This is an optimization exercise on Yosys and OpenROAD, whose aim is small area and a short achievable clock period, not a production implementation.
Only simulation tests tie the RTL to the original design; equivalence was not proved.
Power is estimated from default activity; no workload was simulated.

// mosaic_coder
module mosaic_coder (
    input  wire        clk,
    input  wire        rst,           
    input  wire        in_valid,
    input  wire        in_first,      
    input  wire        in_last,       
    input  wire [3:0]  in_depth,      
    input  wire [2:0]  in_pred,       
    input  wire [4:0]  in_avail,      
    input  wire        in_ef_colour,  
    input  wire [15:0] in_x,
    input  wire [15:0] in_a,
    input  wire [15:0] in_b,
    input  wire [15:0] in_c,
    input  wire [15:0] in_e,
    input  wire [15:0] in_f,
    output reg         out_valid,
    output reg  [29:0] out_code,      
    output reg  [4:0]  out_len,
    output reg         blk_valid,
    output reg  [2:0]  blk_pred,
    output reg  [22:0] blk_bits
);
  genvar g;
  integer p, j;
  wire        a_av = in_avail[0];
  wire        b_av = in_avail[1];
  wire        c_av = in_avail[2];
  wire        none = !a_av && !b_av;
  reg         v1, first1, last1, use_ef1;
  reg         none1, a_of_a1, b_of_b1, c_of_c1;
  reg  [3:0]  depth1;
  reg  [2:0]  pred1;
  reg  [15:0] x1, ai1, bi1, ci1, e1, f1;
  always @(posedge clk) begin
    v1      <= in_valid && !rst;
    first1  <= in_first;
    last1   <= in_last;
    depth1  <= in_depth;
    pred1   <= in_pred;
    use_ef1 <= in_avail[3] && in_avail[4] && in_ef_colour;
    none1   <= none;
    a_of_a1 <= a_av;                     
    b_of_b1 <= b_av;                     
    c_of_c1 <= c_av;                     
    x1      <= in_x;
    ai1     <= in_a;
    bi1     <= in_b;
    ci1     <= in_c;
    e1      <= in_e;
    f1      <= in_f;
  end
  wire [8:0]  dsel;                                        
  generate
    for (g = 0; g < 9; g = g + 1) begin : g_dsel
      assign dsel[g] = (depth1 == g);
    end
  endgenerate
  wire [14:0] umask;                               
  generate
    for (g = 0; g < 15; g = g + 1) begin : g_umask
      if (g <= 6) begin : g_lo
        assign umask[g] = 1'b1;
      end else begin : g_hi
        assign umask[g] = |dsel[8:g-6];
  ...
Size in the first run: about 5500 cells after synthesis, about 460 flip-flops.
Settings: LEC_CHECK=0, ABC_AREA=1, CAP_MARGIN=20, CORE_MARGIN=2, CORE_UTILIZATION=60, CTS_CLUSTER_DIAMETER=70, CTS_CLUSTER_SIZE=35, SLEW_MARGIN=65; clock period 20.0 ns.
standard.sh (not shown) runs the stock make flow with config.mk's settings and CLKGATE_MAP_FILE= SYNTH_SCRIPT=/design/flow/synth_recipe.tcl, a recipe that flattens the netlist after the stock synthesis.
==> flow/flow/run.sh <==
#!/bin/bash
# Layout flow: the standard ORFS flow (standard.sh) with two changes in
# how the layout is made:
#  - synthesis maps adders as plain logic for abc (no half/full adder cells,
#    yosys's default Brent-Kung carry network instead of Kogge-Stone);
#  - ports are buffered with sky130_fd_sc_hd__buf_2 cells.
# Every tool's output goes to standard.log in this folder.
set -euo pipefail
export ADDER_MAP_FILE=
export SYNTH_OPERATIONS_ARGS=-booth
export BUFFER_PORTS_ARGS="-buffer_cell sky130_fd_sc_hd__buf_2"
bash standard.sh > standard.log 2>&1
The baseline produced a clean layout.
Rerun with:
--- a/flow/config.mk
+++ b/flow/config.mk
@@ -12,3 +12,3 @@
-export CTS_CLUSTER_DIAMETER = 70
-export CTS_CLUSTER_SIZE = 35
-export SLEW_MARGIN = 65
+export CTS_CLUSTER_DIAMETER = 60
+export CTS_CLUSTER_SIZE = 30
+export SLEW_MARGIN = 70
What happened: The new run passed the timing, DRC and antenna checks; first-iteration DRC count shrinks by a few percent; wire length is about the same; cell count stays flat; fmax grows slightly; setup slack gets better by 59 ps; core utilization grows by 0.77 points; hold slack barely changes; register-to-register slack gets better by 40 ps.


Another version of the RTL of mosaic_coder (not shown whole).
Size: roughly 4700 cells after synthesis, roughly 30000 um2 of cells after synthesis.
export LEC_CHECK = 0
export ABC_AREA = 1
export CAP_MARGIN = 20
export CORE_MARGIN = 2
export CORE_UTILIZATION = 60
export CTS_CLUSTER_DIAMETER = 60
export CTS_CLUSTER_SIZE = 30
export SLEW_MARGIN = 65
create_clock -name core_clock -period 20.0 [get_ports {clk}]
==> flow/flow/run.sh <==
#!/bin/bash
# Layout flow: the standard ORFS flow (standard.sh) with three changes in
# how the layout is made:
#  - synthesis maps adders as plain logic for abc (no half/full adder cells,
#    yosys's default Brent-Kung carry network instead of Kogge-Stone);
#  - abc maps with a 2.8 ns delay target and recovers area within it
#    (flow/abc_area.script, used for the synthesis step only);
#  - ports are buffered with sky130_fd_sc_hd__buf_2 cells.
# Each step's full output goes to a log file in this folder.
set -euo pipefail
export ADDER_MAP_FILE=
export SYNTH_OPERATIONS_ARGS=-booth
export BUFFER_PORTS_ARGS="-buffer_cell sky130_fd_sc_hd__buf_2"

# Synthesis, with a copy of ORFS's scripts whose abc area script is ours
rm -rf synth_scripts
cp -r "$FLOW_HOME/scripts" synth_scripts
cp flow/abc_area.script synth_scripts/abc_area.script
SCRIPTS_DIR="$PWD/synth_scripts" bash standard.sh synth > synth.log 2>&1

# The rest of the standard flow
bash standard.sh > standard.log 2>&1
==> flow/flow/abc_area.script <==
strash
dch
map -D 2800
topo
stime -c
buffer -c
upsize -c
dnsize -c
Then changed:
--- a/flow/flow/run.sh
+++ b/flow/flow/run.sh
@@ -6 +6 @@
-#  - abc maps with a 2.8 ns delay target and recovers area within it
+#  - abc maps with a 3.0 ns delay target and recovers area within it
==> flow/flow/abc_area.script (replaced) <==
strash
dch
map -D 3000
topo
stime -c
buffer -c
upsize -c
dnsize -c
--- a/flow/config.mk
+++ b/flow/config.mk
@@ -14 +14 @@
-export SLEW_MARGIN = 65
+export SLEW_MARGIN = 70
What happened: Via count drops by 0.56%. Die area fell by 0.99%. Clock-buffer cell count came out higher by 2.


mosaic_coder, a different RTL version from the one above (not shown whole).
Size: about 450 flip-flops, roughly 180 I/O pins.
export LEC_CHECK = 0
export ABC_AREA = 1
export CAP_MARGIN = 20
export CORE_MARGIN = 2
export CORE_UTILIZATION = 60
export CTS_CLUSTER_DIAMETER = 60
export CTS_CLUSTER_SIZE = 30
export SLEW_MARGIN = 70
create_clock -name core_clock -period 20.0 [get_ports {clk}]
==> flow/flow/run.sh <==
#!/bin/bash
# Layout flow: the standard ORFS flow (standard.sh) with three changes in
# how the layout is made:
#  - synthesis maps adders as plain logic for abc (no half/full adder cells,
#    yosys's default Brent-Kung carry network instead of Kogge-Stone);
#  - abc maps with a 2.4 ns delay target and recovers area within it
#    (flow/abc_area.script, used for the synthesis step only);
#  - ports are buffered with sky130_fd_sc_hd__buf_2 cells.
# Each step's full output goes to a log file in this folder.
set -euo pipefail
export ADDER_MAP_FILE=
export SYNTH_OPERATIONS_ARGS=-booth
export BUFFER_PORTS_ARGS="-buffer_cell sky130_fd_sc_hd__buf_2"

# Synthesis, with a copy of ORFS's scripts whose abc area script is ours
rm -rf synth_scripts
cp -r "$FLOW_HOME/scripts" synth_scripts
cp flow/abc_area.script synth_scripts/abc_area.script
SCRIPTS_DIR="$PWD/synth_scripts" bash standard.sh synth > synth.log 2>&1

# The rest of the standard flow
bash standard.sh > standard.log 2>&1
==> flow/flow/abc_area.script <==
strash
dch
map -D 2400
topo
stime -c
buffer -c
upsize -c
dnsize -c
The baseline completed with no timing, DRC or antenna violations.
==> next run, changes <==
--- a/flow/flow/run.sh
+++ b/flow/flow/run.sh
@@ -4,5 +4,5 @@
 #  - synthesis maps adders as plain logic for abc (no half/full adder cells,
 #    yosys's default Brent-Kung carry network instead of Kogge-Stone);
-#  - abc maps with a 2.4 ns delay target and recovers area within it
+#  - abc maps with a 2.8 ns delay target and recovers area within it
 #    (flow/abc_area.script, used for the synthesis step only);
 #  - ports are buffered with sky130_fd_sc_hd__buf_2 cells.
==> flow/flow/abc_area.script (replaced) <==
strash
dch
map -D 2800
topo
stime -c
buffer -c
upsize -c
dnsize -c
Outcome: Via count goes down by about 10%. Register-to-register slack degrades by 0.02 ns. Fmax goes up by 0.55%. Sequential share of layout area goes up by 0.96 points. Clock-buffer cell count goes up by 2.
==> next run, changes <==
==> flow/flow/run.sh (replaced) <==
#!/bin/bash
# Layout flow: the standard ORFS flow (standard.sh) with two changes in
# how the layout is made:
#  - synthesis maps adders as plain logic for abc (no half/full adder cells,
#    yosys's default Brent-Kung carry network instead of Kogge-Stone);
#  - ports are buffered with sky130_fd_sc_hd__buf_2 cells.
# Every tool's output goes to standard.log in this folder.
set -euo pipefail
export ADDER_MAP_FILE=
export SYNTH_OPERATIONS_ARGS=-booth
export BUFFER_PORTS_ARGS="-buffer_cell sky130_fd_sc_hd__buf_2"
bash standard.sh > standard.log 2>&1
removed: flow/flow/abc_area.script
Effect: Routed wire length rose by 11%. Final area goes up by 5.5%. Clock power goes up by about 1%. Register-to-register slack gets better by 0.71 ns.
==> next run, changes <==
==> flow/flow/run.sh (replaced) <==
#!/bin/bash
# Layout flow: the standard ORFS flow (standard.sh) with three changes in
# how the layout is made:
#  - synthesis maps adders as plain logic for abc (no half/full adder cells,
#    yosys's default Brent-Kung carry network instead of Kogge-Stone);
#  - abc maps with a 2.6 ns delay target and recovers area within it
#    (flow/abc_area.script, used for the synthesis step only);
#  - ports are buffered with sky130_fd_sc_hd__buf_2 cells.
# Each step's full output goes to a log file in this folder.
set -euo pipefail
export ADDER_MAP_FILE=
export SYNTH_OPERATIONS_ARGS=-booth
export BUFFER_PORTS_ARGS="-buffer_cell sky130_fd_sc_hd__buf_2"

# Synthesis, with a copy of ORFS's scripts whose abc area script is ours
rm -rf synth_scripts
cp -r "$FLOW_HOME/scripts" synth_scripts
cp flow/abc_area.script synth_scripts/abc_area.script
SCRIPTS_DIR="$PWD/synth_scripts" bash standard.sh synth > synth.log 2>&1

# The rest of the standard flow
bash standard.sh > standard.log 2>&1
==> flow/flow/abc_area.script (new file) <==
strash
dch
map -D 2600
topo
stime -c
buffer -c
upsize -c
dnsize -c
Result: The changed run completed without violations. Power went down by 2.2%. Via count falls by 5.6%. Worst setup slack gains 0.046 ns. Final cell count falls by 8.8%. Clock skew is about the same. Design area fell by 4.2%.

-- static timing again, ports no longer ideal --
No port has a modelled driver above. Below, the same layouts with a new extraction and two added sets of constraints.
Step 1, drivers: a clkbuf_16 drives clk and a buf_2 each remaining input, both assumed.
Step 2 also shifts input and output timing later by t, the mid clock arrival at the registers, as if the neighbouring blocks saw the same clock.
a / b / c = ideal / step 1 / step 2; a / b = the first two.
run	t (ns)	setup WS [ns]	clock arrival spread, ns	cell pins on the clock port's net
the first run of note 1	0.699	14.884 / 14.822 / 15.148	0.030 / 0.030	1
the second run of note 1	0.641	14.943 / 14.878 / 15.189	0.031 / 0.031	1
the first run of note 2	0.669	14.931 / 14.866 / 14.578	0.042 / 0.042	1
the second run of note 2	0.651	14.946 / 14.883 / 14.482	0.021 / 0.021	1
the first run of note 3	0.653	14.903 / 14.837 / 14.453	0.036 / 0.036	1
the second run of note 3	0.655	14.931 / 14.866 / 14.398	0.039 / 0.039	1
the third run of note 3	0.662	14.914 / 14.850 / 14.313	0.037 / 0.038	1
the fourth run of note 3	0.647	14.960 / 14.893 / 14.551	0.036 / 0.036	1
After both steps every run listed still meets setup and hold. The setup slack of the third run of note 3, which loses most, moves by -0.064 ns with the drivers and by -0.601 ns with both steps.
